Source: an optimization exercise on an open RTL-to-GDS flow (aim: small area, a short achievable clock period and few clock cycles per item). Production flows keep margins and buffers that such runs may drop.
No functional check of the RTL was part of any run shown here.

===== flow/config.mk =====
export PLATFORM = sky130hd
export DESIGN_NAME = rs80_dec
export DESIGN_NICKNAME = rs80_dec
export VERILOG_FILES = /design/flow/design.v
export SDC_FILE = /design/flow/constraint.sdc
export NUM_CORES = 4
export LEC_CHECK = 0
export CAP_MARGIN = 20
export CORE_MARGIN = 2
export CORE_UTILIZATION = 66
export CTS_CLUSTER_DIAMETER = 100
export CTS_CLUSTER_SIZE = 28
export SETUP_SLACK_MARGIN = 2.6
export SLEW_MARGIN = 20

===== flow/constraint.sdc =====
create_clock -name core_clock -period 5.0 [get_ports {clk}]
set_input_delay 1.0000 -clock core_clock [delete_from_list [all_inputs] [get_ports {clk}]]
set_output_delay 1.0000 -clock core_clock [all_outputs]
set_load 0.01 [all_outputs]

===== flow/design.v =====
module rs80_dec (
    input  wire        clk,
    input  wire        rst,           
    input  wire        in_valid,
    output wire        in_ready,
    input  wire [15:0] in_data,
    output wire        out_valid,
    input  wire        out_ready,
    output wire [15:0] out_data,
    output wire        out_last,
    output wire [1:0]  out_status,    
    output wire [6:0]  out_pos        
);
    localparam integer D  = 86;       
    localparam integer DL = 1;        
    localparam [6:0]   DM1 = D - 1;
    localparam [7:0]   DM1W = D - 1;
    localparam [6:0]   D7 = D;
    localparam [1:0] STATUS_OK  = 2'd0,
                     STATUS_COR = 2'd1,
                     STATUS_UNC = 2'd2;
    function [15:0] gf_mul;
        input [15:0] a;
        input [15:0] b;
        reg   [15:0] p;
        reg   [15:0] x;
        integer      n;
        begin
            p = 16'd0;
            x = a;
            for (n = 0; n < 16; n = n + 1) begin
                if (b[n])
                    p = p ^ x;
                x = {x[14:0], 1'b0} ^ (x[15] ? 16'h100B : 16'h0000);
            end
            gf_mul = p;
        end
    endfunction
    function [15:0] gf_sq;
        input [15:0] a;
        reg   [15:0] p;
        reg   [15:0] x;
        integer      n;
        begin
            p = 16'd0;
            x = 16'h0001;
            for (n = 0; n < 16; n = n + 1) begin
                if (a[n])
                    p = p ^ x;
                x = {x[14:0], 1'b0} ^ (x[15] ? 16'h100B : 16'h0000);
                x = {x[14:0], 1'b0} ^ (x[15] ? 16'h100B : 16'h0000);
            end
            gf_sq = p;
        end
    endfunction
    function automatic [6:0] clmul4;
        input [3:0] a;
        input [3:0] b;
        integer n;
        begin
            clmul4 = 7'd0;
            for (n = 0; n < 4; n = n + 1)
                if (b[n])
                    clmul4 = clmul4 ^ ({3'd0, a} << n);
        end
    endfunction
    function automatic [14:0] clmul8;
        input [7:0] a;
        input [7:0] b;
        reg   [6:0] z0, z1, z2;
        begin
            z0 = clmul4(a[3:0], b[3:0]);
            z2 = clmul4(a[7:4], b[7:4]);
            z1 = clmul4(a[3:0] ^ a[7:4], b[3:0] ^ b[7:4]) ^ z0 ^ z2;
            clmul8 = {8'd0, z0} ^ ({8'd0, z1} << 4) ^ ({8'd0, z2} << 8);
        end
    endfunction
    function automatic [30:0] clmul16;
        input [15:0] a;
        input [15:0] b;
        reg   [14:0] z0, z1, z2;
        begin
            z0 = clmul8(a[7:0], b[7:0]);
            z2 = clmul8(a[15:8], b[15:8]);
            z1 = clmul8(a[7:0] ^ a[15:8], b[7:0] ^ b[15:8]) ^ z0 ^ z2;
            clmul16 = {16'd0, z0} ^ ({16'd0, z1} << 8) ^ ({16'd0, z2} << 16);
        end
    endfunction
    function [15:0] gf_red;
        input [30:0] p;
        reg   [30:0] q;
        integer n;
        begin
            q = p;
            for (n = 30; n >= 16; n = n - 1)
                if (q[n])
                    q = q ^ (31'h1100B << (n - 16));
            gf_red = q[15:0];
        end
    endfunction
    localparam [15:0] A1 = 16'h0002;
    localparam [15:0] A2 = 16'h0004;
    localparam [15:0] A3 = 16'h0008;
    localparam [15:0] A4 = 16'h0010;
    localparam [15:0] A5 = 16'h0020;
    localparam [15:0] AM16 = 16'h922B;    
    integer i;
    reg  [15:0] d_r;
    reg         v_r;
    reg         in_rdy;
    wire        fire = in_valid & in_rdy;
    assign in_ready = in_rdy;
    wire        hold;
    always @(posedge clk)
        if (!hold)
            d_r <= in_data;
    reg  [15:0] drum [0:D-1];
    wire [15:0] tap = drum[D-1-DL];
    reg         we;                  
    always @(posedge clk) begin
        drum[0] <= we ? d_r : drum[D-1];
        for (i = 1; i < D; i = i + 1)
            drum[i] <= drum[i-1];
    end
    reg  [6:0]  wd;         
    reg  [6:0]  rdd;        
    reg  [6:0]  cnt;        
    reg  [6:0]  ai;         
    reg  [6:0]  wc;         
    reg         run_ok;     
    reg  [6:0]  beat;       
    reg  [2:0]  du_st;      
    reg  [15:0] cur_e;      
    reg         fx;
    reg  [15:0] o_data;
    reg         o_last;
    reg  [1:0]  o_st;
    reg  [6:0]  o_pos;
    reg         o_v;
    assign out_valid  = o_v;
    assign out_data   = o_data;
    assign out_last   = o_last;
    assign out_status = o_st;
    assign out_pos    = o_pos;
    reg  b0;                
    reg  lastb;             
    reg  rdl;               
    reg  cnz;               
    wire du_done = (du_st == 3'd6) || (du_st == 3'd7);
    wire tap_ok = rdl && cnz && (!b0 || du_done);
    wire rd = tap_ok && (!o_v || out_ready);
    wire last_beat = lastb;
    reg  [15:0] s0, s1, s2, s3, s4, s5;
    wire [15:0] x     = we ? d_r : drum[D-1];
    wire        first = (ai == 7'd0);
    wire        slot_ok = (ai < wc) || (we && (ai == wc));
    wire [15:0] s0n = first ? x : (s0 ^ x);
    wire [15:0] s1n = first ? x : (gf_mul(s1, A1) ^ x);
    wire [15:0] s2n = first ? x : (gf_mul(s2, A2) ^ x);
    wire [15:0] s3n = first ? x : (gf_mul(s3, A3) ^ x);
    wire [15:0] s4n = first ? x : (gf_mul(s4, A4) ^ x);
    wire [15:0] s5n = first ? x : (gf_mul(s5, A5) ^ x);
    wire        snap = (ai == 7'd79) && run_ok && slot_ok && (du_st == 3'd0);
    always @(posedge clk) begin
        s0 <= s0n; s1 <= s1n; s2 <= s2n;
        s3 <= s3n; s4 <= s4n; s5 <= s5n;
    end
    reg  [15:0] t0, t1, t2, t3, t4, t5;    
    reg  [15:0] e;                         
    reg  [15:0] g;                         
    reg  [30:0] prod;                      
    reg         found;
    reg  [6:0]  m;                         
    reg         hk_ok;
    reg         allz;
    reg         enz;                       
    reg  [15:0] hlo, hhi;                  
    reg  [15:0] hlo_r, hhi_r;
    reg  [15:0] exj;
    wire [15:0] hit_r = hlo_r & hhi_r;
    reg  [3:0]  hk;
    integer     j;
    always @(*) begin
        for (j = 0; j < 16; j = j + 1)
        begin
            exj    = gf_mul(e, 16'h0001 << j);
            hlo[j] = (g[7:0]  == exj[7:0]);
            hhi[j] = (g[15:8] == exj[15:8]);
        end
        hk = 4'd0;
        for (j = 0; j < 16; j = j + 1)
            if (hit_r[j])
                hk = hk | (4'd15 - j[3:0]);
    end
    wire       any_hit = |hit_r;
    wire [2:0] ka      = 3'd6 - du_st;           
    wire       last_b  = (du_st == 3'd6);
    wire       res_found = found | (last_b & any_hit);
    wire [6:0] res_m   = m | {3'd0, hk & {4{last_b}}};
    wire [1:0] res_st  = allz ? STATUS_OK :
                         (enz && res_found && hk_ok) ? STATUS_COR : STATUS_UNC;
    wire [6:0] res_pos = (res_st == STATUS_COR) ? res_m : 7'd0;
    always @(posedge clk) begin
        if (snap) begin
            t0 <= s0n; t1 <= s1n; t2 <= s2n;
            t3 <= s3n; t4 <= s4n;
            e  <= s0n;
            g  <= s1n;
        end else begin
            t0 <= t1; t1 <= t2; t2 <= t3; t3 <= t4; t4 <= t5;
            g  <= gf_mul(g, AM16);
        end
        t5    <= s5n;                  
        hlo_r <= hlo;
        hhi_r <= hhi;
        prod  <= clmul16(t0, t2);
        if (snap) begin
            found <= 1'b0;
            m     <= 7'd0;
            hk_ok <= 1'b1;
        end
        if (du_st == 3'd1) begin
            allz  <= ~|{t0, t1, t2};           
            enz   <= |t0;
        end
        if (du_st == 3'd2)
            allz  <= allz & ~|{t2, t3, t4};    
        if (du_st >= 3'd2 && du_st <= 3'd6) begin
            found <= found | any_hit;
            m     <= m | {ka & {3{any_hit}}, hk};
        end
        if (du_st >= 3'd2 && du_st <= 3'd5)
            hk_ok <= hk_ok & (gf_red(prod) == gf_sq(t0));
    end
    assign     hold     = v_r && !we;
    wire       idle     = (cnt == 7'd0) && !v_r;      
    wire [6:0] cv       = cnt + {6'd0, we};
    wire [6:0] cvm      = cv - 7'd1;
    wire [6:0] cnt_n    = rd ? cvm : cv;
    wire [6:0] wd_dec   = (wd  == 7'd0) ? DM1 : (wd  - 7'd1);
    wire [6:0] rdd_dec  = (rdd == 7'd0) ? DM1 : (rdd - 7'd1);
    wire [6:0] wd_adv   = we ? wd : wd_dec;
    wire       realign  = idle && !fire;
    wire [6:0] wd_n     = realign ? 7'd1 : wd_adv;
    wire [6:0] rdd_n    = realign ? 7'd1 : (rd ? rdd : rdd_dec);
    wire [6:0] ai_inc   = (ai == DM1) ? 7'd0 : ai + 7'd1;
    wire [6:0] wc_inc   = wc + {6'd0, we};
    wire       du_busy  = (du_st != 3'd0) && (du_st < 3'd6);
    wire [2:0] du_st_n  = snap ? 3'd1 :
                          du_busy ? du_st + 3'd1 :
                          (rd && b0) ? 3'd0 :
                          (du_st == 3'd6) ? 3'd7 : du_st;
    wire       room_n   = rd || (cv != D7);           
    wire       wr_next  = (wd_adv == 7'd0) && room_n;
    wire       rdy1     = wr_next;                    
    wire       rdy0     = !hold || wr_next;
    always @(posedge clk) begin
        if (rst) begin
            in_rdy  <= 1'b1;
            v_r     <= 1'b0;
            we      <= 1'b0;
            wd      <= 7'd1;
            rdd     <= 7'd1;
            cnt     <= 7'd0;
            ai      <= DM1;
            wc      <= 7'd0;
            run_ok  <= 1'b0;
            beat    <= 7'd0;
            b0      <= 1'b1;
            lastb   <= 1'b0;
            rdl     <= 1'b1;      
            cnz     <= 1'b0;
            du_st   <= 3'd0;
            o_v     <= 1'b0;
        end else begin
            v_r     <= fire || hold;
            we      <= (fire || hold) && wr_next;
            in_rdy  <= fire ? rdy1 : rdy0;
            wd      <= wd_n;
            rdd     <= rdd_n;
            cnt     <= cnt_n;
            if (realign) begin
                ai  <= DM1;
                wc  <= 7'd0;
            end else if (snap) begin
                ai  <= 7'd0;
                wc  <= wc_inc - 7'd80;
            end else begin
                ai  <= ai_inc;
                wc  <= wc_inc;
            end
            run_ok <= (first || run_ok) && slot_ok;
            du_st   <= du_st_n;
            rdl     <= realign || (rd ? rdl : (rdd == DL + 1));
            cnz     <= rd ? (cv != 7'd1) : (cv != 7'd0);
            if (rd) begin
                b0    <= lastb;
                lastb <= (beat == 7'd78);
                beat <= last_beat ? 7'd0 : beat + 7'd1;
                o_v  <= 1'b1;
            end else if (out_ready) begin
                o_v  <= 1'b0;
            end
        end
    end
    wire [1:0]  st_use = b0 ? res_st : o_st;
    wire        fixhit = b0 ? (res_st == STATUS_COR && res_m == 7'd0) : fx;
    wire [15:0] e_use  = b0 ? e : cur_e;
    always @(posedge clk) begin
        if (rd) begin
            o_data <= (st_use == STATUS_UNC) ? 16'd0 : (tap ^ (fixhit ? e_use : 16'd0));
            o_last <= last_beat;
            fx <= b0 ? (res_st == STATUS_COR && res_m == 7'd1) : (beat + 7'd1 == o_pos);
            if (b0) begin
                o_st  <= res_st;
                o_pos <= res_pos;
                cur_e <= e;
            end
        end
    end
endmodule

===== flow/run.sh =====
#!/bin/bash
# synth_recipe.tcl (not shown) runs the flow's synth.tcl, then flattens the netlist and writes it again
# the make line also repeats each setting of config.mk as NAME=value (left out here)
make -C /OpenROAD-flow-scripts/flow DESIGN_CONFIG=/design/flow/config.mk WORK_HOME=/design/flow/orfs CLKGATE_MAP_FILE= SYNTH_SCRIPT=/design/flow/synth_recipe.tcl finish

==> notes.md, run 1 <==
- The total overflow left after global routing is 0.
- Cell depth of the worst setup path: 8
* Smallest hold slack: 0.306 ns
* Die extent in y: 281 um
- Sum of buffers and inverters on the critical path: 1
- Layer carrying the most global-route usage: met2
- Sort of element at the start of the critical path: flop
- Global-route wire length before repair: 156 mm
- GR Util met1: 34.2%
* Die Wd: 281 um
- Standard cell with the maximum stage delay on the critical path: sky130_fd_sc_hd__o32a_1
* Min Clock Period, post-route: 2.59 ns
- Endpoint of the worst register-to-register path: o_data[2]
* Syn nets: 3818
* Primary flip-flop cell chosen by synthesis mapping: sky130_fd_sc_hd__dfxtp_1
- The root buffer cell chosen for the clock tree is sky130_fd_sc_hd__clkbuf_16.
* TritonCTS buffer count: 74
- After clock tree synthesis, the clock-pin slew on the worst setup and hold paths is 0.11 ns.
- Count of routing violations after the opening detailed-route iteration: 1825
* Share of the cycle needed by the critical path after routing: 51.7%
- Most area-consuming cells after synthesis: sky130_fd_sc_hd__dfxtp_1 (67%), sky130_fd_sc_hd__xnor2_1 (10%), sky130_fd_sc_hd__edfxtp_1 (5.1%)
- The repair_antennas step left the layout with diodes totalling 0.
* Rows: 101
- After synthesis, the share of flip-flops with an asynchronous set or reset is 0%.
- Sequential share of the synthesized area: 71.9%
* Filler Cell Count: 4592
- The first TritonRoute pass finished after 5 iterations.
- In this run the tool buffered the top-level ports with 47 buffer cells.
* Post-synthesis cell count: 3763
- The top cell type by area accounts for 66.8% of the synthesized area.
- The die covers 78800 sq um.
* Final setup violation count: 0
- In this run the cell area of the synthesized design comes to 50500 sq um.
- Vias in the first global route: 26700
* Area post-placement: 51900 sq um
* Largest fanout on the critical path: 8
* Met2 routing resource usage after global routing: 44.7%
* Core area: 75800 sq um
- In the routed design, unresolved DRC markers number 0.
- CTS tree: done
* H-tree depth reported by CTS: 3
- The initial utilization of the core area, before any placement, comes to 66.6%.
- Antenna violations before repair: 0
- For this design the top-level I/O count stands at 48.
- In this run the deepest clock path goes through 3 buffers.
* Setup Skew: 0.0431 ns
* DP HPWL: 60.3 mm
* Flop and latch count out of synthesis: 1771
- Post-route design area: 56500 sq um
* Critical path endpoint: o_data[2]
* Cell type contributing the most total cell area after synthesis: sky130_fd_sc_hd__dfxtp_1
- NumNets Final: 3958
- Count of antenna-violating nets left after detailed routing: 0
- Counting every sink on the clock net gives 1771.
- Clock network latency to the later pin of the worst-skew pair: 0.68 ns
- Area growth syn-to-layout: 11.9%
- After synthesis, the netlist uses 65 different library cells.
- Based on the critical path, the design can be clocked at up to 387 MHz.
- Critical Path Max Stage Delay: 0.43 ns
- Mean cell area of the mapped netlist: 13.4 sq um
- Cells with a size suffix above 1 make up 13.4% of the layout.
- After detailed routing, the average wire length per cell comes to 20.8 um.
* Met3 global-route usage: 3.03%
- Yosys printed 2 warnings.
- Reg2reg path depth: 8
- The worst register-to-register path begins at hlo_r[8].
* Largest net degree at the start of global routing: 64
- The setup path with the least slack is of type flop to flop.
* Arrival time at the worst endpoint: 3.11 ns
- Unrepaired setup endpoints after global routing: true
- Slew headroom: 33.1%
- The hold violation total from the final report came to 0.
* Reg-to-reg slack, setup: 2.41 ns
- For the pin with the worst max-slew slack, the measured transition is 1.00 ns.
* Routed wire length: 102 mm
- Max-cap violations in this run came to 0.
- Dividing the detail-routed via count by the number of cells gives 5.26.
* Status: complete, no violations
- Worst hold path class: flop to flop
* Final Wtd Congestion: 0.897
- Max Transition Viols Final: 0
- Kind of cell adding the most delay to the critical path: compound AO/OA/AOI/OAI gates
* Kind of capture point of the worst setup path: flop
- Total Negative Setup Slacks: 0 ns
* Launch point of the critical path: hlo_r[8]
- Yosys mapped a number of flops with a built-in enable equal to 86.
- The routed layout has 25800 vias.
- Count of hold-fix buffers inserted at cts: 0
- Global-route usage over all layers: 26.0%
- Cell breakdown of the critical path: a222oi_1, nand4_1, o32a_1, a2111oi_4, a21oi_4, buf_6, or3_4, a21oi_2
- Data on the critical path is required at its endpoint by 5.53 ns.
## registers in the layout, summed over array words and instances, names as in the netlist, 16 cells and up
name and cells:
drum 1376, prod 31, cur_e 16, d_r 16, e 16, g 16
hhi_r 16, hlo_r 16, o_data 16, s0 16, s1 16, s2 16
s3 16, s4 16, t0 16, t1 16, t2 16, t3 16
t4 16, t5 16
## worst reg2reg max path: stages (launching register included)
cell and delay (ns):
sky130_fd_sc_hd__dfxtp_2 0.35, sky130_fd_sc_hd__a222oi_1 0.33, sky130_fd_sc_hd__nand4_1 0.25, sky130_fd_sc_hd__o32a_1 0.43, sky130_fd_sc_hd__a2111oi_4 0.36, sky130_fd_sc_hd__a21oi_4 0.10, sky130_fd_sc_hd__buf_6 0.17, sky130_fd_sc_hd__or3_4 0.33
sky130_fd_sc_hd__a21oi_2 0.15
## kinds of logic (layout without fill, tap and decap cells)
group                    count (synthesis)  count (layout)  share of synthesized area (%)
buffers and inverters                  208             365                           1.68
multiplexers                           134             134                           2.90
XOR/XNOR                               836             836                           15.0
flip-flops                            1771            1771                           71.9
adder cells (fa/ha/maj)                 35              35                          0.867
AND/OR/NAND/NOR                        629             629                           5.81
AO/OA/AOI/OAI                          150             151                           1.88
## layout by cell type (no fill, tap or decap), types with 12 or more instances in the layout
cell                              count
sky130_fd_sc_hd__dfxtp_1           1645
sky130_fd_sc_hd__xnor2_1            550
sky130_fd_sc_hd__xor2_1             228
sky130_fd_sc_hd__nand2_1            212
sky130_fd_sc_hd__nor2_1             146
sky130_fd_sc_hd__buf_4              113
sky130_fd_sc_hd__edfxtp_1            86
sky130_fd_sc_hd__clkbuf_16           76
sky130_fd_sc_hd__mux2_4              57
sky130_fd_sc_hd__nor3_1              49
sky130_fd_sc_hd__inv_1               48
sky130_fd_sc_hd__nand3_1             47
sky130_fd_sc_hd__nor4_1              43
sky130_fd_sc_hd__mux2_2              42
sky130_fd_sc_hd__mux2i_1             35
sky130_fd_sc_hd__a21oi_1             35
sky130_fd_sc_hd__nand4_1             34
sky130_fd_sc_hd__ha_1                33
sky130_fd_sc_hd__dfxtp_2             32
sky130_fd_sc_hd__xnor2_2             22
sky130_fd_sc_hd__xnor2_4             19
sky130_fd_sc_hd__inv_2               18
sky130_fd_sc_hd__clkdlybuf4s50_1     18
sky130_fd_sc_hd__buf_12              17
sky130_fd_sc_hd__o21ai_0             16
sky130_fd_sc_hd__a21oi_2             15
sky130_fd_sc_hd__and3_1              15
sky130_fd_sc_hd__o21ai_1             15
sky130_fd_sc_hd__or3_1               15
sky130_fd_sc_hd__dlygate4sd2_1       13
sky130_fd_sc_hd__buf_16              12
## routing by layer
metal	vias up	wire length (um)
met4	0	3570
met2	734	50200
met3	225	5250
li1	12300	-
met5	-	0
met1	12500	43000
## cell usage after synthesis (all sizes together) (4+ instances only)
| cell | instances |
|---|---|
| nor2 | 148 |
| dfxtp | 1685 |
| nand3b | 5 |
| nor3 | 51 |
| nor4 | 45 |
| ha | 35 |
| edfxtp | 86 |
| mux2i | 35 |
| xnor2 | 591 |
| a31oi | 4 |
| a211oi | 6 |
| or2 | 4 |
| nor2b | 12 |
| o21a | 4 |
| xnor3 | 4 |
| mux2 | 99 |
| nand4 | 34 |
| a21oi | 52 |
| o21ai | 32 |
| nand2b | 13 |
| o31ai | 5 |
| or3 | 23 |
| nand2 | 214 |
| clkbuf | 76 |
| and2 | 8 |
| xor2 | 241 |
| inv | 67 |
| a22oi | 14 |
| nand3 | 47 |
| and3 | 15 |
| buf | 65 |
## how the worst min path moves through the flow
stage	from	to	slack [ns]	depth (start not counted)
2_1_floorplan	drum[9][0]	drum[10][0]	0.31	0
3_3_place_gp	drum[34][13]	drum[35][13]	0.31	0
3_5_place_dp	drum[13][5]	drum[14][5]	0.31	0
4_1_cts	drum[34][0]	drum[35][0]	0.32	0
5_1_grt	drum[81][11]	drum[82][11]	0.32	0
6_report	drum[46][11]	drum[47][11]	0.31	0
## what timing repair did
item | in CTS | in global routing
setup buffers | 66 | 44
pin swaps | 33 | 22
setup endpoints to repair | 285 | 158
gates resized for setup | 217 | 121
cloned | 15 | 3
## metrics by stage
stage	util [%]	std cells	setup slack, ns
floorplan	-	3763	2.57
global placement	68.4	4677	1.48
detailed placement	68.4	4677	1.45
CTS	73.3	4852	2.42
global route	74.5	4899	2.35
finish	74.5	4899	2.41
## cell type report
class	instances	area [sq um]	share of cell area [%]
Timing Repair Buffer	204	2120	3.75
Multi-Input combinational cell	1785	14400	25.4
Clock buffer	82	1910	3.38
Clock inverter	12	248	0.438
Tap cell	978	1220	2.16
Inverter	67	259	0.458
Sequential cell	1771	36400	64.4
==> inputs of run 2 (changes only) <==
--- a/flow/design.v
+++ b/flow/design.v
@@ -153,6 +153,8 @@
     reg  [15:0] s0, s1, s2, s3, s4, s5;
     wire [15:0] x     = we ? d_r : drum[D-1];
-    wire        first = (ai == 7'd0);
-    wire        slot_ok = (ai < wc) || (we && (ai == wc));
+    reg         first;               
+    reg         a79;                 
+    reg         ai_lt, ai_eq;        
+    wire        slot_ok = ai_lt || (we && ai_eq);
     wire [15:0] s0n = first ? x : (s0 ^ x);
     wire [15:0] s1n = first ? x : (gf_mul(s1, A1) ^ x);
@@ -161,5 +163,5 @@
     wire [15:0] s4n = first ? x : (gf_mul(s4, A4) ^ x);
     wire [15:0] s5n = first ? x : (gf_mul(s5, A5) ^ x);
-    wire        snap = (ai == 7'd79) && run_ok && slot_ok && (du_st == 3'd0);
+    wire        snap = a79 && run_ok && slot_ok && (du_st == 3'd0);
     always @(posedge clk) begin
         s0 <= s0n; s1 <= s1n; s2 <= s2n;
@@ -246,4 +248,6 @@
     wire [6:0] ai_inc   = (ai == DM1) ? 7'd0 : ai + 7'd1;
     wire [6:0] wc_inc   = wc + {6'd0, we};
+    wire [6:0] ai_n     = realign ? DM1  : snap ? 7'd0 : ai_inc;
+    wire [6:0] wc_n     = realign ? 7'd0 : snap ? (wc_inc - 7'd80) : wc_inc;
     wire       du_busy  = (du_st != 3'd0) && (du_st < 3'd6);
     wire [2:0] du_st_n  = snap ? 3'd1 :
@@ -265,4 +269,8 @@
             ai      <= DM1;
             wc      <= 7'd0;
+            first   <= 1'b0;
+            a79     <= 1'b0;
+            ai_lt   <= 1'b0;
+            ai_eq   <= 1'b0;
             run_ok  <= 1'b0;
             beat    <= 7'd0;
@@ -280,14 +288,10 @@
             rdd     <= rdd_n;
             cnt     <= cnt_n;
-            if (realign) begin
-                ai  <= DM1;
-                wc  <= 7'd0;
-            end else if (snap) begin
-                ai  <= 7'd0;
-                wc  <= wc_inc - 7'd80;
-            end else begin
-                ai  <= ai_inc;
-                wc  <= wc_inc;
-            end
+            ai      <= ai_n;
+            wc      <= wc_n;
+            first   <= (ai_n == 7'd0);
+            a79     <= (ai_n == 7'd79);
+            ai_lt   <= (ai_n < wc_n);
+            ai_eq   <= (ai_n == wc_n);
             run_ok <= (first || run_ok) && slot_ok;
             du_st   <= du_st_n;
==> run 2 against run 1 <==
Final cell count up 4.6%. Cell area rose by 0.77%. Core utilization grew 0.32 points. Count of clock-buffer cells in the layout up 1. Die area grew 0.63%. Routed wire length rose by 2.1%. Flip-flop and latch count grew 4. Clock skew is 0.0016 ns lower. Sequential share of layout area decreased by 0.39 points. First-iteration DRC count grew 20%. Via count is 4.2% higher.
==> notes.md, run 2 <==
* Unrepaired setup endpoints after global routing: true
- Core area: 76100 sq um (+0.33%)
- Global-route wire length before repair: 160 mm (+2.3%)
- Count of hold-fix buffers inserted at cts: 0 (unchanged)
- Register ranked first by flip-flop count: drum
* Reg clk slew, reported paths: 0.11 ns (about the same)
* Primary flip-flop cell chosen by synthesis mapping: sky130_fd_sc_hd__dfxtp_1
- Critical Path Max Stage Delay: 0.55 ns (+0.12 ns)
* Clock root buffer master: sky130_fd_sc_hd__clkbuf_16
- Worst hold path class: flop to flop
- STA classifies the critical path endpoint as a flop.
- The length of routed met2 wiring is 50.3 mm (+0.31%).
* Number of flip-flops under the largest register name: 1376 (unchanged)
- Sequential share of the synthesized area: 71.6% (-0.30 points)
- For hold timing, the worst endpoint is drum[62][12].
- The number of buffer cells added on primary ports is 47 (unchanged).
- The worst clock skew came to 0.0415 ns (-0.00163 ns).
- Sum of buffers and inverters on the critical path: 1 (unchanged)
- Ranked by instance count, the synthesized netlist is headed by sky130_fd_sc_hd__dfxtp_1 (1689), sky130_fd_sc_hd__xnor2_1 (593), sky130_fd_sc_hd__nand2_1 (368).
- Largest net degree at the start of global routing: 98 (+53%)
- CP Class: flop to flop
- Clock network latency to the later pin of the worst-skew pair: 0.69 ns (about the same)
- The number of nets at the end of the flow is 4127 (+4.3%).
* Status: complete, no violations
- Highest layer used for signal routing: met5
- Global-route usage over all layers: 26.3% (+0.35 points)
- The fraction of registers with async set/reset is 0% (unchanged).
* Cell total after placement: 4905 (+4.9%)
* Post-synthesis cell area: 50800 sq um (+0.64%)
* Sort of element at the start of the critical path: flop
- The endpoint identified for the worst register-to-register timing path is o_data[2].
- The final estimated routing congestion in global placement was 0.894 (-0.30%).
- Max Transition Viols Final: 0 (unchanged)
- Kind of cell adding the most delay to the critical path: simple AND/OR/NAND/NOR gates
* Top-level I/O count: 48 (unchanged)
* Number of iterations in the first detailed-routing pass: 6 (+1)
- Diode insertion count for antenna repair: 0 (unchanged)
- The synthesized netlist cell count is 3930 (+4.4%).
- The achievable frequency is 382 MHz (-1.2%).
- Arrival time at the worst endpoint: 3.03 ns (-0.08 ns)
- The total detailed-routing wirelength is 104 mm (+2.1%).
- Share of the cycle needed by the critical path after routing: 52.4% (+0.64 points)
- TritonCTS buffer count: 75 (+1.4%)
- Slew headroom: 24.0% (-9.1 points)
* Cell type contributing the most total cell area after synthesis: sky130_fd_sc_hd__dfxtp_1
- The signal on the critical path passes through or4_1, or3_4, nor3_4, buf_6, o2111ai_4, a21boi_2, xnor2_1, nor2_1.
- The number of levels the H-tree was split into was 3 (unchanged).
* Reg2reg path depth: 8 (unchanged)
* Count of unresolved DRC violations after routing: 0 (unchanged)
- Vias: 26900 (+4.2%)
- Standard cell with the maximum stage delay on the critical path: sky130_fd_sc_hd__or4_1
* Post-synth top area share: 66.5% (-0.27 points)
- The instance count along the most critical hold path came to 0 (unchanged).
* Hold Vio Cnt, Final: 0 (unchanged)
* Min Clock Period, post-route: 2.62 ns (+0.0319 ns)
- The filler cell count in the final layout came to 4599 (+0.15%).
* Reg-to-reg slack, setup: 2.38 ns (-0.03 ns)
- Final std cells w/o fill: 5124 (+4.6%)
- Syn nets: 3982 (+4.3%)
- CTS tree: done
* Total met3 wirelength after detailed routing: 6.04 mm (+15%)
- The initial detailed-routing violation count came to 2199 (+20%).
- The largest registers in the layout are drum x1376, prod x31.
- The max-capacitance violation count came to 0 (unchanged).
* Number of enable flip-flop cells after synthesis: 86 (unchanged)
* Cell with the most instances after synthesis: sky130_fd_sc_hd__dfxtp_1
- The actual slew at the worst max-slew pin was 1.12 ns (+0.116 ns).
- Proportion of layout cells with a drive suffix above 1: 11.9% (-1.5 points)
* Most area-consuming cells after synthesis: sky130_fd_sc_hd__dfxtp_1 (67%), sky130_fd_sc_hd__xnor2_1 (10%), sky130_fd_sc_hd__edfxtp_1 (5.1%)
- Data required time of the worst path: 5.42 ns (-0.11 ns)
* Commonest non-fill, non-tap cells in the layout: sky130_fd_sc_hd__dfxtp_1 (1662), sky130_fd_sc_hd__xnor2_1 (552), sky130_fd_sc_hd__nand2_1 (367)
* DP HPWL: 61.0 mm (+1.2%)
- Global route overflow: 0 (unchanged)
- Rows: 101 (unchanged)
- Number of vias per cell after detailed routing: 5.24 (-0.36%)
- The final count of negative-setup-slack endpoints came to 0 (unchanged).
- Reg-to-Reg Start: m[6]
- Total Negative Setup Slacks: 0 ns (unchanged)
- The starting density of the core is 66.8% (+0.20 points).
- Final routed wire length divided by cell count: 20.3 um (-2.4%)
- The maximum clock insertion buffer count is 3 (unchanged).
* Wire length on met1: 44.1 mm (+2.5%)
* Flop and latch count out of synthesis: 1775 (+0.23%)
- Mean cell area of the mapped netlist: 12.9 sq um (-3.6%)
- Most common cell after layout, fill and taps aside: sky130_fd_sc_hd__dfxtp_1
- Die extent in y: 282 um (+0.32%)
* Area of the die: 79300 sq um (+0.63%)
- Largest fanout on the critical path: 8 (unchanged)
- The sink count of the clock tree was 1775 (+0.23%).
- The worst hold path begins at drum[61][12].
- Area growth syn-to-layout: 12.0%
* Vias in the first global route: 27600 (+3.2%)
- The number of antenna violations at the first check in global routing came to 1 (+1).
* Count of antenna-violating nets left after detailed routing: 0 (unchanged)
- Die Wd: 282 um (+0.32%)
- The number of distinct library cells after synthesis is 74 (+14%).
* Synth warn: 2 (unchanged)
-- run 2: cell types whose count changed in the layout (fill, tap and decap cells not counted), sizes merged, moves of 11 or more --
| cell | before | now |
|---|---|---|
| nand2 | 214 | 368 |
| or3 | 23 | 9 |
| inv | 69 | 53 |
| nor2b | 12 | 70 |
| a21oi | 52 | 39 |
| nor2 | 148 | 212 |
| a21boi | 2 | 16 |
| xnor2 | 591 | 602 |
| mux2 | 99 | 22 |
| nand4 | 34 | 23 |
| mux2i | 35 | 24 |
-- run 2: timing repair --
item | in CTS | in global routing
endpoints found under the setup margin | 269 | 86
setup buffers | 75 | 41
hold endpoints to repair | 0 | 0
pin swaps | 48 | 49
cloned | 5 | 0
gates resized for setup | 211 | 109
-- run 2: kinds of logic after synthesis --
family / Yosys count / share of synthesized area (%)
flip-flops: 1775 / 71.6
AND/OR/NAND/NOR: 897 / 8.04
XOR/XNOR: 854 / 15.5
buffers and inverters: 194 / 1.50
AO/OA/AOI/OAI: 132 / 1.68
multiplexers: 46 / 0.960
adder cells (fa/ha/maj): 32 / 0.788
-- run 2: layer usage --
layer / vias up / track usage [%]
met5: - / 0
met4: 2 / 9.11
met3: 251 / 3.99
met2: 849 / 44.6
met1: 13100 / 34.7
li1: 12600 / -
-- run 2: layout make-up --
class / instances / area, sq um / area share [%]
Clock buffer: 83 / 1920 / 3.37
Clock inverter: 13 / 267 / 0.468
Inverter: 48 / 214 / 0.376
Multi-Input combinational cell: 1964 / 15000 / 26.3
Sequential cell: 1775 / 36400 / 64.0
Tap cell: 1030 / 1290 / 2.26
Timing Repair Buffer: 210 / 1840 / 3.23
Timing Repair inverter: 1 / 8.76 / 0.0154
-- run 2: stage by stage --
stage,instance area (sq um),hold slack (ns),worst slack [ns],util (%)
after floorplan,50900,0.310,2.59,-
after global placement,52400,0.310,1.68,68.9
after detailed placement,52500,0.312,1.65,69.0
after CTS,56000,0.309,2.42,73.7
after global routing,57000,0.316,2.27,74.9
final,57000,0.311,2.38,74.9
-- run 2: worst max path at each step --
stage / startpoint / end / slack (ns) / depth (start not counted)
final: m[6] / o_data[2] / 2.38 / 8
after CTS: m[3] / o_data[12] / 2.42 / 8
after detailed placement: e[14] / hlo_r[13] / 1.65 / 7
after floorplan: e[11] / hlo_r[15] / 2.59 / 8
after global routing: m[6] / o_data[5] / 2.27 / 9
after global placement: out_ready / rdd[5] / 1.68 / 8
==> inputs of run 3 (changes only) <==
--- a/flow/config.mk
+++ b/flow/config.mk
@@ -10,5 +10,5 @@
 export CORE_UTILIZATION = 66
 export CTS_CLUSTER_DIAMETER = 100
-export CTS_CLUSTER_SIZE = 28
+export CTS_CLUSTER_SIZE = 30
 export SETUP_SLACK_MARGIN = 2.6
 export SLEW_MARGIN = 20
==> run 3 against run 2 <==
Highest routed layer unchanged. Core utilization down 0.13 points. Synthesized area is the same. Global-route usage decreased by 0.25 points. Cell area fell by 0.18%. Via count fell by 0.42%. Critical path type unchanged. Routed wire length fell by 1.2%.
==> notes.md, run 3 <==
* Clock root buffer master: sky130_fd_sc_hd__clkbuf_16
- Final routed wire length divided by cell count: 20.1 um (-1.1%)
* Minimum setup slack in the final design: 2.41 ns (+0.0295 ns)
- The via-per-instance ratio was 5.22 (-0.38%).
- Sort of element at the start of the critical path: flop
* Post-synthesis cell area: 50800 sq um (unchanged)
* Final Wtd Congestion: 0.894 (unchanged)
- The length of the first detailed-routing pass in iterations was 5 (-1).
* Buffer levels on the longest clock path: 3 (unchanged)
- Mean cell area of the mapped netlist: 12.9 sq um (unchanged)
* Largest net degree at the start of global routing: 98 (unchanged)
- Post-synth top area share: 66.5% (unchanged)
* Cell type contributing the most total cell area after synthesis: sky130_fd_sc_hd__dfxtp_1
- The net count after synthesis is 3982 (unchanged).
* Vias: 26700 (-0.42%)
- The achievable frequency came to 386 MHz (+1.1%).
- Clock network latency to the later pin of the worst-skew pair: 0.68 ns (about the same)
- Proportion of register bits with asynchronous set or reset after synthesis: 0% (unchanged)
* Min Clock Period, post-route: 2.59 ns (-0.0295 ns)
* NumNets Final: 4124 (-0.073%)
* Setup slack at placement: 1.65 ns (unchanged)
* Register ranked first by flip-flop count: drum
- Kind of capture point of the worst setup path: flop
- Count of hold-fix buffers inserted at cts: 0 (unchanged)
* Sequential cell area in the final layout: 36400 sq um (about the same)
* Data required time of the worst path: 5.43 ns (about the same)
* Most common cell after layout, fill and taps aside: sky130_fd_sc_hd__dfxtp_1
- Area of the die: 79300 sq um (unchanged)
* Cell with the most instances after synthesis: sky130_fd_sc_hd__dfxtp_1
- Count of maximum capacitance violations: 0 (unchanged)
* Most instantiated cells after synthesis: sky130_fd_sc_hd__dfxtp_1 (1689), sky130_fd_sc_hd__xnor2_1 (593), sky130_fd_sc_hd__nand2_1 (368)
* Number of enable flip-flop cells after synthesis: 86 (unchanged)
* Sequential share of the synthesized area: 71.6% (unchanged)
* # port buffers: 47 (unchanged)
- The placeable core region came to 76100 sq um (unchanged).
* TritonCTS buffer count: 70 (-6.7%)
* Final core utilization: 74.7% (-0.13 points)
- The worst setup path is of the flop to flop kind.
* Filler Cell Count: 4617 (+0.39%)
- Flop and latch count out of synthesis: 1775 (unchanged)
- Reg clk slew, reported paths: 0.11 ns (about the same)
* CTS tree: done
* Rows: 101 (unchanged)
* Global-route wire length before repair: 159 mm (-0.71%)
* Proportion of layout cells with a drive suffix above 1: 12.0% (+0.079 points)
* Share of the cycle needed by the critical path after routing: 51.8% (-0.59 points)
- Reg-to-reg slack, setup: 2.41 ns (+0.03 ns)
* Multi-input gate area: 15000 sq um (+0.37%)
- Setup repair after global routing could not meet its margin everywhere.
- Diode insertion count for antenna repair: 0 (unchanged)
- Sorting the synthesized cells by area gives the leading types as sky130_fd_sc_hd__dfxtp_1 (67%), sky130_fd_sc_hd__xnor2_1 (10%), sky130_fd_sc_hd__edfxtp_1 (5.1%).
* Status: complete, no violations
* Count of unresolved DRC violations after routing: 0 (unchanged)
* Clock Sinks: 1775 (unchanged)
- The arrival time reported for the critical path endpoint came to 3.02 ns (about the same).
- Die Wd: 282 um (unchanged)
- Worst hold path class: flop to flop
* Area growth syn-to-layout: 11.8%
- Setup Skew: 0.0518 ns (+0.0104 ns)
- The starting density of the core is 66.8% (unchanged).
- Slew headroom: 18.9% (-5.1 points)
- DP HPWL: 61.0 mm (unchanged)
* Post-synthesis cell count: 3930 (unchanged)
- The final count of negative-setup-slack endpoints is 0 (unchanged).
* Antenna violations before repair: 1 (unchanged)
* Primary flip-flop cell chosen by synthesis mapping: sky130_fd_sc_hd__dfxtp_1
- Top-level I/O count: 48 (unchanged)
* Max Transition Viols Final: 0 (unchanged)
* Global route overflow: 0 (unchanged)
- The largest registers in the layout are drum x1376, prod x31.
* Count of routing violations after the opening detailed-route iteration: 2356 (+7.1%)
- The number of levels the H-tree was split into is 3 (unchanged).
* Global-route usage over all layers: 26.1% (-0.25 points)
* Number of flip-flops under the largest register name: 1376 (unchanged)
- The final sum of negative setup slack is 0 ns (unchanged).
- Hold Vio Cnt, Final: 0 (unchanged)
* Die extent in y: 282 um (unchanged)
- In the layout the commonest cells are sky130_fd_sc_hd__dfxtp_1 (1656), sky130_fd_sc_hd__xnor2_1 (553), sky130_fd_sc_hd__nand2_1 (366).
- The number of distinct library cells after synthesis was 74 (unchanged).
* Smallest hold slack: 0.299 ns (-0.0115 ns)
* Routed wire length: 103 mm (-1.2%)
* Synth warn: 2 (unchanged)
* Largest fanout on the critical path: 8 (unchanged)
* Actual slew at the worst max-slew pin: 1.19 ns (+0.0753 ns)
* Count of antenna-violating nets left after detailed routing: 0 (unchanged)
- Vias in the first global route: 27600 (+0.20%)
==> run 3: cell counts after synthesis <==
No cell type changed its count.
==> run 3: cell type report <==
| class | count | area share (%) |
|---|---|---|
| timing repair buffer | 212 | 3.20 |
| tap | 1030 | 2.27 |
| sequential | 1775 | 64.1 |
| clock inverter | 13 | 0.401 |
| timing repair inverter | 1 | 0.0154 |
| clock buffer | 79 | 3.18 |
| multi-input combinational | 1964 | 26.5 |
| inverter | 48 | 0.381 |
==> run 3: timing repair <==
item | in CTS | in global routing
setup endpoints to repair | 270 | 99
buffers inserted | 69 | 48
pin swaps | 50 | 42
endpoints found under the hold margin | 0 | 0
cloned | 5 | 1
gates resized for setup | 213 | 109
==> run 3: metal layers <==
| layer | track usage, % | up-vias | routed length (um) |
|---|---|---|---|
| met4 | 9.62 | 2 | 3800 |
| li1 | - | 12600 | - |
| met2 | 43.8 | 875 | 49200 |
| met3 | 3.75 | 241 | 5710 |
| met1 | 34.6 | 13000 | 44200 |
| met5 | 0 | - | 8 |
==> run 3: cells by family after synthesis <==
| family | share of synthesized area, % |
|---|---|
| buffers and inverters | 1.50 |
| flip-flops | 71.6 |
| AO/OA/AOI/OAI | 1.68 |
| multiplexers | 0.960 |
| adder cells (fa/ha/maj) | 0.788 |
| AND/OR/NAND/NOR | 8.04 |
| XOR/XNOR | 15.5 |
==> run 3: path summary, 6_finish.rpt <==
check                endpoint  depth (start not counted)   startpoint
setup / recovery    o_data[3]                          8         m[3]
hold / removal    drum[75][2]                          0  drum[74][2]
setup reg to reg    o_data[3]                          8         m[3]
hold reg to reg   drum[75][2]                          0  drum[74][2]
==> run 3: worst max-delay path: stages (launching register included) <==
cell                        delay [ns]
sky130_fd_sc_hd__edfxtp_1         0.42
sky130_fd_sc_hd__or4_1            0.52
sky130_fd_sc_hd__or3_4            0.36
sky130_fd_sc_hd__nor3_4           0.20
sky130_fd_sc_hd__buf_6            0.15
sky130_fd_sc_hd__o2111ai_4        0.25
sky130_fd_sc_hd__a21boi_2         0.24
sky130_fd_sc_hd__xnor2_1          0.16
sky130_fd_sc_hd__nor2_1           0.06
==> run 3: per-stage QoR <==
step           instances  cell area, sq um
6_report            5122             56900
5_1_grt             5122             56900
4_1_cts             5071             55900
3_5_place_dp        4905             52500
3_3_place_gp        4905             52400
2_1_floorplan       3930             50900
==> inputs of run 4 (changes only) <==
--- a/flow/design.v
+++ b/flow/design.v
@@ -12,5 +12,5 @@
     output wire [6:0]  out_pos        
 );
-    localparam integer D  = 86;       
+    localparam integer D  = 87;       
     localparam integer DL = 1;        
     localparam [6:0]   DM1 = D - 1;
@@ -147,5 +147,5 @@
     reg  rdl;               
     reg  cnz;               
-    wire du_done = (du_st == 3'd6) || (du_st == 3'd7);
+    wire du_done = (du_st == 3'd7);
     wire tap_ok = rdl && cnz && (!b0 || du_done);
     wire rd = tap_ok && (!o_v || out_ready);
@@ -197,7 +197,6 @@
     wire       any_hit = |hit_r;
     wire [2:0] ka      = 3'd6 - du_st;           
-    wire       last_b  = (du_st == 3'd6);
-    wire       res_found = found | (last_b & any_hit);
-    wire [6:0] res_m   = m | {3'd0, hk & {4{last_b}}};
+    wire       res_found = found;
+    wire [6:0] res_m   = m;
     wire [1:0] res_st  = allz ? STATUS_OK :
                          (enz && res_found && hk_ok) ? STATUS_COR : STATUS_UNC;
@@ -250,9 +249,8 @@
     wire [6:0] ai_n     = realign ? DM1  : snap ? 7'd0 : ai_inc;
     wire [6:0] wc_n     = realign ? 7'd0 : snap ? (wc_inc - 7'd80) : wc_inc;
-    wire       du_busy  = (du_st != 3'd0) && (du_st < 3'd6);
+    wire       du_busy  = (du_st != 3'd0) && (du_st != 3'd7);
     wire [2:0] du_st_n  = snap ? 3'd1 :
                           du_busy ? du_st + 3'd1 :
-                          (rd && b0) ? 3'd0 :
-                          (du_st == 3'd6) ? 3'd7 : du_st;
+                          (rd && b0) ? 3'd0 : du_st;
     wire       room_n   = rd || (cv != D7);           
     wire       wr_next  = (wd_adv == 7'd0) && room_n;
==> run 4 against run 3 <==
Still clean. First-iteration DRC count is 14% lower. Clock skew is 0.012 ns lower. Core utilization is 0.22 points lower. Cell area is 0.13% lower. Global-route usage is 0.54 points lower. Fmax is 1.2% lower. Setup slack worse by 0.032 ns. Critical endpoint is now ai_lt.
==> notes.md, run 4 <==
- The largest fanout on the critical path was 7 (-1).
* Diode insertion count for antenna repair: 0 (unchanged)
- Share of the cycle needed by the critical path after routing: 52.4% (+0.64 points)
- The clock insertion delay at the later pin of the skew report is 0.69 ns (about the same).
* Basic-gate share of the synthesized area counting and, or, nand and nor cells: 7.84% (-0.19 points)
* Core area: 76200 sq um (+0.17%)
* Final routed wire length divided by cell count: 19.8 um (-1.6%)
- Routed wire length: 102 mm (-0.89%)
- The run finished with no timing, DRC or antenna violations.
* Number of enable flip-flop cells after synthesis: 86 (unchanged)
- The final count of negative-setup-slack endpoints came to 0 (unchanged).
- Complex-gate fraction of the synthesized area: 1.98% (+0.30 points)
- Global-route usage over all layers: 25.5% (-0.54 points)
- Proportion of layout cells with a drive suffix above 1: 10.8% (-1.1 points)
- The arrival time reported for the critical path endpoint came to 3.20 ns (+0.18 ns).
- The initial detailed-routing violation count is 2019 (-14%).
- Worst hold path class: flop to flop
- Synth warn: 2 (unchanged)
- The final sum of negative setup slack is 0 ns (unchanged).
- The standard-cell row count was 101 (unchanged).
* Die Wd: 282 um (+0.16%)
- Compared with the post-synthesis result, the final layout area differs by 11.3%.
- The filler cell count in the final layout was 4623 (+0.13%).
- The vertical die dimension was 282 um (+0.16%).
- The worst clock skew came to 0.0395 ns (-0.0123 ns).
- CP Class: flop to flop
- NumNets Final: 4169 (+1.1%)
- The actual slew at the worst max-slew pin was 1.21 ns (+0.0181 ns).
- The adder-cell share of the synthesized area came to 0.908% (+0.12 points).
- The largest registers in the layout are drum x1392, prod x31.
- Min Clock Period, post-route: 2.62 ns (+0.0321 ns)
- Mean cell area of the mapped netlist: 12.9 sq um (-0.53%)
* Global route overflow: 0 (unchanged)
- Mux contribution to synthesized area: 0.753% (-0.21 points)
- The total standard cell area after synthesis is 51000 sq um (+0.33%).
* Antenna violations before repair: 1 (unchanged)
- Initial core utilization: 66.9% (+0.11 points)
- # port buffers: 47 (unchanged)
- The biggest area contributor in the post-synthesis netlist is sky130_fd_sc_hd__dfxtp_1.
* Max Clock Freq: 381 MHz (-1.2%)
- Count of hold-fix buffers inserted at cts: 0 (unchanged)
- Post-synthesis cell count: 3964 (+0.87%)
- Slew headroom: 17.6% (-1.2 points)
- Max Transition Viols Final: 0 (unchanged)
- Number of iterations in the first detailed-routing pass: 6 (+1)
- The multi-input gate area in the final layout came to 14300 sq um (-4.8%).
- The number of cells after detailed placement is 4928 (+0.47%).
* TritonCTS buffer count: 71 (+1.4%)
* Most common cell after layout, fill and taps aside: sky130_fd_sc_hd__dfxtp_1
- The non-filler instance count after layout came to 5161 (+0.76%).
* Number of vias per cell after detailed routing: 5.19 (-0.66%)
- Flop and latch count out of synthesis: 1791 (+0.90%)
- Final core utilization: 74.5% (-0.22 points)
* Syn nets: 4021 (+0.98%)
- Count of unresolved DRC violations after routing: 0 (unchanged)
* Primary flip-flop cell chosen by synthesis mapping: sky130_fd_sc_hd__dfxtp_1
- The clock transition at the registers of the reported paths was 0.11 ns (about the same).
- Clock Sinks: 1791 (+0.90%)
- In this run the clock root is driven by a sky130_fd_sc_hd__clkbuf_16.
- Vias in the first global route: 27100 (-1.8%)
* Sequential cell area in the final layout: 36800 sq um (+0.93%)
- Buffer levels on the longest clock path: 3 (unchanged)
* Post-Synth XOR/XNOR Area: 14.9% (-0.59 points)
- Proportion of register bits with asynchronous set or reset after synthesis: 0% (unchanged)
- H-tree depth reported by CTS: 3 (unchanged)
* Count of unique library cells instantiated by Yosys: 65 (-12%)
- Reg-to-reg slack, setup: 2.38 ns (-0.03 ns)
- The detailed placement HPWL came to 61.1 mm (+0.22%).
- Area of the die: 79500 sq um (+0.32%)
* Unrepaired setup endpoints after global routing: true
* Global-route wire length before repair: 156 mm (-1.8%)
- Count of antenna-violating nets left after detailed routing: 0 (unchanged)
- Number of flip-flops under the largest register name: 1392 (+1.2%)
- CTS tree: done
- The final estimated routing congestion in global placement is 0.892 (-0.20%).
* Register ranked first by flip-flop count: drum
* Most instantiated cells after synthesis: sky130_fd_sc_hd__dfxtp_1 (1705), sky130_fd_sc_hd__xnor2_1 (599), sky130_fd_sc_hd__nand2_1 (375)
- The pin count of the biggest net entering global routing came to 96 (-2.0%).
- In the layout the commonest cells are sky130_fd_sc_hd__dfxtp_1 (1670), sky130_fd_sc_hd__xnor2_1 (562), sky130_fd_sc_hd__nand2_1 (374).
- Vias: 26800 (+0.097%)
- The sequential cell area fraction in the yosys report was 72.0% (+0.39 points).
* Post-synth top area share: 66.9% (+0.41 points)
- Count of maximum capacitance violations: 0 (unchanged)
- Sort of element at the start of the critical path: flop
- The critical path required time came to 5.58 ns (+0.15 ns).
- Combinational family with the most area after synthesis: XOR/XNOR gates
- The total I/O pin count is 48 (unchanged).
* Kind of capture point of the worst setup path: flop
- The hold violation total from the final report was 0 (unchanged).
- The most common cell in the synthesized netlist is sky130_fd_sc_hd__dfxtp_1.
* Most area-consuming cells after synthesis: sky130_fd_sc_hd__dfxtp_1 (67%), sky130_fd_sc_hd__xnor2_1 (10%), sky130_fd_sc_hd__edfxtp_1 (5.1%)
-- run 4: changes by cell type after synthesis, sizes merged, moves of 10 or more --
cell,before,now
a211oi,3,13
a21boi,16,0
a21oi,39,53
clkbuf,97,109
dfxtp,1689,1705
inv,47,60
mux2,22,3
mux2i,24,35
nor2,212,199
o21ai,26,48
or3,9,24
xnor2,602,614
xor2,239,216
-- run 4: per-stage QoR --
| step | setup slack (ns) | instance area [sq um] | hold slack [ns] |
|---|---|---|---|
| 3_5_place_dp | 1.41 | 52500 | 0.312 |
| 2_1_floorplan | 2.35 | 51100 | 0.310 |
| 6_report | 2.38 | 56800 | 0.307 |
| 5_1_grt | 2.20 | 56800 | 0.318 |
| 4_1_cts | 2.38 | 55800 | 0.315 |
| 3_3_place_gp | 1.40 | 52500 | 0.309 |
-- run 4: worst paths after layout --
path,from,to,depth (start not counted)
hold / removal,drum[56][13],drum[57][13],0
hold reg to reg,drum[56][13],drum[57][13],0
setup reg to reg,du_st[0],ai_lt,15
setup / recovery,du_st[0],ai_lt,15
-- run 4: metal layers --
layer,wire length (um),GRT usage [%],share of wire [%],up-vias
met5,0,0,0,-
met4,3270,9.10,3.2,0
met2,48700,42.6,48,842
met3,6180,3.74,6.1,214
met1,43900,34.2,43,13000
li1,-,-,-,12800
-- run 4: timing repair --
item | 4_1_cts | 5_1_grt
pin swaps | 19 | 31
gates resized for setup | 145 | 117
gates cloned | 5 | 1
setup endpoints to repair | 225 | 101
setup buffers | 77 | 57
-- run 4: logic make-up (layout without fill, tap and decap cells) --
group	after synthesis	after routing
flip-flops	1791	1791
AND/OR/NAND/NOR	884	885
XOR/XNOR	834	834
buffers and inverters	216	382
AO/OA/AOI/OAI	164	164
multiplexers	38	38
adder cells (fa/ha/maj)	37	37
-- run 4: final cells by class --
cell class                 instances  area share (%)
tap                             1030            2.27
clock buffer                      80            3.26
inverter                          60           0.403
clock inverter                    12           0.450
sequential                      1791            64.8
timing repair buffer             230            3.61
multi-input combinational       1958            25.2
-- run 4: worst max-delay path: stages (launching register included) --
cell                       delay, ns
sky130_fd_sc_hd__dfxtp_4        0.37
sky130_fd_sc_hd__inv_2          0.06
sky130_fd_sc_hd__ha_1           0.14
sky130_fd_sc_hd__nor2b_4        0.19
sky130_fd_sc_hd__nand4b_1       0.14
sky130_fd_sc_hd__buf_4          0.17
sky130_fd_sc_hd__o31ai_4        0.09
sky130_fd_sc_hd__o21ai_2        0.09
sky130_fd_sc_hd__ha_1           0.29
sky130_fd_sc_hd__nor2b_1        0.13
sky130_fd_sc_hd__o21a_1         0.16
sky130_fd_sc_hd__o21a_1         0.17
sky130_fd_sc_hd__o21a_1         0.17
sky130_fd_sc_hd__o21ai_1        0.12
sky130_fd_sc_hd__nand2b_1       0.08
sky130_fd_sc_hd__a211oi_2       0.17
==> inputs of run 5 (changes only) <==
--- a/flow/design.v
+++ b/flow/design.v
@@ -12,5 +12,5 @@
     output wire [6:0]  out_pos        
 );
-    localparam integer D  = 87;       
+    localparam integer D  = 86;       
     localparam integer DL = 1;        
     localparam [6:0]   DM1 = D - 1;
@@ -147,5 +147,5 @@
     reg  rdl;               
     reg  cnz;               
-    wire du_done = (du_st == 3'd7);
+    wire du_done = (du_st == 3'd6) || (du_st == 3'd7);
     wire tap_ok = rdl && cnz && (!b0 || du_done);
     wire rd = tap_ok && (!o_v || out_ready);
@@ -197,6 +197,7 @@
     wire       any_hit = |hit_r;
     wire [2:0] ka      = 3'd6 - du_st;           
-    wire       res_found = found;
-    wire [6:0] res_m   = m;
+    wire       last_b  = (du_st == 3'd6);
+    wire       res_found = found | (last_b & any_hit);
+    wire [6:0] res_m   = m | {3'd0, hk & {4{last_b}}};
     wire [1:0] res_st  = allz ? STATUS_OK :
                          (enz && res_found && hk_ok) ? STATUS_COR : STATUS_UNC;
@@ -247,10 +248,13 @@
     wire [6:0] ai_inc   = (ai == DM1) ? 7'd0 : ai + 7'd1;
     wire [6:0] wc_inc   = wc + {6'd0, we};
-    wire [6:0] ai_n     = realign ? DM1  : snap ? 7'd0 : ai_inc;
-    wire [6:0] wc_n     = realign ? 7'd0 : snap ? (wc_inc - 7'd80) : wc_inc;
-    wire       du_busy  = (du_st != 3'd0) && (du_st != 3'd7);
+    wire [6:0] ai_k     = snap ? 7'd0 : ai_inc;           
+    wire [6:0] wc_k     = snap ? (wc_inc - 7'd80) : wc_inc;
+    wire [6:0] ai_n     = realign ? DM1  : ai_k;
+    wire [6:0] wc_n     = realign ? 7'd0 : wc_k;
+    wire       du_busy  = (du_st != 3'd0) && (du_st < 3'd6);
     wire [2:0] du_st_n  = snap ? 3'd1 :
                           du_busy ? du_st + 3'd1 :
-                          (rd && b0) ? 3'd0 : du_st;
+                          (rd && b0) ? 3'd0 :
+                          (du_st == 3'd6) ? 3'd7 : du_st;
     wire       room_n   = rd || (cv != D7);           
     wire       wr_next  = (wd_adv == 7'd0) && room_n;
@@ -288,8 +292,8 @@
             ai      <= ai_n;
             wc      <= wc_n;
-            first   <= (ai_n == 7'd0);
-            a79     <= (ai_n == 7'd79);
-            ai_lt   <= (ai_n < wc_n);
-            ai_eq   <= (ai_n == wc_n);
+            first   <= !realign && (ai_k == 7'd0);
+            a79     <= !realign && (ai_k == 7'd79);
+            ai_lt   <= !realign && (ai_k < wc_k);
+            ai_eq   <= !realign && (ai_k == wc_k);
             run_ok <= (first || run_ok) && slot_ok;
             du_st   <= du_st_n;
==> run 5 against run 4 <==
Synthesized area down 0.12%. Sequential share of layout area shrank 1.1 points. Global-route usage decreased by 0.92 points. Largest cell class unchanged.
==> notes.md, run 5 <==
* Proportion of register bits with asynchronous set or reset after synthesis: 0% (unchanged)
* Antenna violations before repair: 0 (-1)
* Min Clock Period, post-route: 2.54 ns (-0.0807 ns)
- The run finished with no timing, DRC or antenna violations.
- The placeable core region came to 76200 sq um (unchanged).
* NumNets Final: 4163 (-0.14%)
- The total detailed-routing wirelength was 98.7 mm (-3.3%).
- The post-synthesis area per instance was 12.9 sq um (+0.57%).
* Count of antenna-violating nets left after detailed routing: 0 (unchanged)
- By instance count, the leading cell after synthesis is sky130_fd_sc_hd__dfxtp_1.
- The wire length on met1 is 42.7 mm (-2.7%).
- CP Class: flop to flop
- Most instantiated cells after synthesis: sky130_fd_sc_hd__dfxtp_1 (1689), sky130_fd_sc_hd__xnor2_1 (579), sky130_fd_sc_hd__nand2_1 (369)
- The number of vias in the routed layout was 26600 (-0.54%).
* Share of the cycle needed by the critical path after routing: 50.8% (-1.6 points)
- Register ranked first by flip-flop count: drum
- The final count of negative-setup-slack endpoints came to 0 (unchanged).
- Worst hold path class: flop to flop
* Vias in the first global route: 27000 (-0.42%)
- The number of buffer cells added on primary ports is 47 (unchanged).
* Reg-to-reg slack, setup: 2.46 ns (+0.08 ns)
- The number of distinct library cells after synthesis is 69 (+6.2%).
- TritonCTS built the clock tree.
- Filler Cell Count: 4656 (+0.71%)
* Post-synthesis cell count: 3937 (-0.68%)
- The post-layout utilization of the core was 75.2% (+0.66 points).
* Largest registers ranked by flip-flop count: drum x1376, prod x31
- Global route overflow: 0 (unchanged)
- The via-per-instance ratio came to 5.16 (-0.52%).
- Leaving out fill and tap cells, the most frequent cell in the layout is sky130_fd_sc_hd__dfxtp_1.
- Die extent in y: 282 um (about the same)
* Largest net degree at the start of global routing: 94 (-2.1%)
* Primary flip-flop cell chosen by synthesis mapping: sky130_fd_sc_hd__dfxtp_1
* Minimum setup slack in the final design: 2.46 ns (+0.0807 ns)
* Count of maximum capacitance violations: 0 (unchanged)
- Sequential cell area in the final layout: 36500 sq um (-0.81%)
* Multi-input gate area: 15000 sq um (+4.7%)
* Unrepaired setup endpoints after global routing: true
* Setup slack at placement: 1.54 ns (+0.135 ns)
- Area of the die: 79400 sq um (-0.11%)
- Final Wtd Congestion: 0.892 (about the same)
* Count of routing violations after the opening detailed-route iteration: 2046 (+1.3%)
- Clock network latency to the later pin of the worst-skew pair: 0.68 ns (about the same)
- Synth warn: 2 (unchanged)
- Area growth syn-to-layout: 12.4%
* Flop and latch count out of synthesis: 1775 (-0.89%)
- The wire length of the first global-routing pass is 151 mm (-2.8%).
- Sort of element at the start of the critical path: flop
- The number of DRC violations after detailed routing came to 0 (unchanged).
- The worst clock skew was 0.0440 ns (+0.00449 ns).
- The length of routed met2 wiring came to 47.5 mm (-2.5%).
- The number of buffers inserted for hold repair after clock tree synthesis is 0 (unchanged).
- The length of the first detailed-routing pass in iterations is 8 (+2).
* Data required time of the worst path: 5.41 ns (-0.17 ns)
- The sequential cell area fraction in the yosys report came to 71.4% (-0.55 points).
- Number of flip-flops under the largest register name: 1376 (-1.1%)
- The total standard cell area after synthesis came to 50900 sq um (-0.12%).
- The actual slew at the worst max-slew pin is 1.15 ns (-0.0580 ns).
- Largest fanout on the critical path: 4 (-3)
- The clock transition at the registers of the reported paths is 0.11 ns (about the same).
- The net count after synthesis came to 3989 (-0.80%).
* Initial core utilization: 66.9% (-0.077 points)
* Clock Sinks: 1775 (-0.89%)
* Highest layer used for signal routing: met4
* Most area-consuming cells after synthesis: sky130_fd_sc_hd__dfxtp_1 (66%), sky130_fd_sc_hd__xnor2_1 (10%), sky130_fd_sc_hd__edfxtp_1 (5.1%)
- Die Wd: 282 um (about the same)
- The number of max-slew violations in the final report is 0 (unchanged).
- The achievable frequency was 394 MHz (+3.2%).
- The number of flops mapped to enable cells by yosys was 86 (unchanged).
* Total met3 wirelength after detailed routing: 5.11 mm (-17%)
- Slew headroom: 21.6% (+3.9 points)
* Commonest non-fill, non-tap cells in the layout: sky130_fd_sc_hd__dfxtp_1 (1651), sky130_fd_sc_hd__xnor2_1 (552), sky130_fd_sc_hd__nand2_1 (367)
- Smallest hold slack: 0.318 ns (+0.0112 ns)
- Arrival time at the worst endpoint: 2.95 ns (-0.25 ns)
* Total Negative Setup Slacks: 0 ns (unchanged)
- Kind of capture point of the worst setup path: flop
- Top-level I/O count: 48 (unchanged)
- Buffer levels on the longest clock path: 3 (unchanged)
* Final routed wire length divided by cell count: 19.1 um (-3.3%)
- H-tree depth reported by CTS: 3 (unchanged)
* Cell type contributing the most total cell area after synthesis: sky130_fd_sc_hd__dfxtp_1
- Global-route usage over all layers: 24.6% (-0.92 points)
- The standard-cell row count was 101 (unchanged).
- The share of the synthesized area in the top cell type is 66.4% (-0.55 points).
* DP HPWL: 58.9 mm (-3.7%)
* Proportion of layout cells with a drive suffix above 1: 12.8% (+1.9 points)
- The number of buffers added by the clock tree synthesis step is 70 (-1.4%).
- Hold Vio Cnt, Final: 0 (unchanged)
* Clock root buffer master: sky130_fd_sc_hd__clkbuf_16
run 5: worst max-delay path: stages (launching register included):
cell and delay, ns:
sky130_fd_sc_hd__edfxtp_1 0.43, sky130_fd_sc_hd__or4_1 0.53, sky130_fd_sc_hd__or3_4 0.37, sky130_fd_sc_hd__nor3_4 0.21, sky130_fd_sc_hd__o2111ai_4 0.19, sky130_fd_sc_hd__buf_12 0.18, sky130_fd_sc_hd__a21boi_2 0.14, sky130_fd_sc_hd__xnor2_1 0.15
sky130_fd_sc_hd__nor2_1 0.07
run 5: logic make-up after synthesis:
family | after synthesis | share of synthesized area (%)
DFF | 1775 | 71.4
and+or+nand+nor | 900 | 8.01
xor gates and xnor gates | 840 | 15.4
buffers and inverters | 201 | 1.65
AOI/OAI and AO/OA | 149 | 1.90
muxes | 40 | 0.835
adders and majority gates | 32 | 0.786
run 5: timing repair:
action | in CTS | in global routing
buffers inserted | 71 | 96
setup endpoints to repair | 270 | 65
pin swaps | 27 | 49
endpoints found under the hold margin | 0 | 0
gates resized for setup | 185 | 112
cloned | 7 | 1
run 5: cell type report:
cell class | count | share of cell area, %
diodes | 1 | 0.00437
clock buffers | 78 | 3.13
clock inverters | 12 | 0.452
inverters | 47 | 0.343
multi-input cells | 1964 | 26.2
flip-flops and latches | 1775 | 63.7
well taps | 1030 | 2.25
repair buffers | 251 | 3.92
repair inverters | 2 | 0.0306
run 5: path summary, 6_finish.rpt:
check	cells after the start	from	end
worst max-delay path	8	m[5]	o_data[5]
worst min register to register	0	drum[66][6]	drum[67][6]
worst max register to register	8	m[5]	o_data[5]
worst min-delay path	0	drum[66][6]	drum[67][6]
run 5: routing by layer:
| metal | up-vias | GRT usage [%] |
|---|---|---|
| met5 | - | 0 |
| met4 | 0 | 9.40 |
| met3 | 220 | 2.80 |
| met2 | 821 | 41.3 |
| met1 | 12800 | 33.0 |
| li1 | 12700 | - |
run 5: through the flow:
stage	cell area (sq um)	cells
final	57300	5160
after global routing	57300	5159
after CTS	55900	5062
after detailed placement	52500	4894
after global placement	52400	4894
after floorplan	51000	3937

-- what the ideal ports hide --
The flow's constraints put no driver on any port. The routed layouts listed below were extracted and timed again, unchanged, in two steps. Step 1 (the two cells are an assumption about what drives the block):
set clk [get_ports {clk}]
set_driving_cell -lib_cell sky130_fd_sc_hd__clkbuf_16 $clk
set_driving_cell -lib_cell sky130_fd_sc_hd__buf_2 [delete_from_list [all_inputs] $clk]
Step 2 adds t to the input delays and takes it off the output delays; t is the mean of the earliest and latest rising clock arrival at the registers after step 1. Input paths then give back, and output paths get back, about the clock's delay inside the block. a / b / c = ideal / step 1 / step 2; a / b = the first two.
run	t (ns)	setup slack, ns	worst data-port slew with drivers (ns)	pins driven straight from the clock port
run 1	0.734	2.413 / 2.413 / 2.156	0.04	1
run 2	0.732	2.381 / 2.381 / 1.986	0.04	1
run 3	0.718	2.411 / 2.411 / 1.979	0.05	1
run 4	0.732	2.379 / 2.379 / 1.687	0.05	1
run 5	0.732	2.459 / 2.459 / 1.998	0.05	1
After both steps every run listed still meets setup and hold. The setup slack of run 4, which loses most, moves by 0.000 ns with the drivers and by -0.692 ns with both steps.
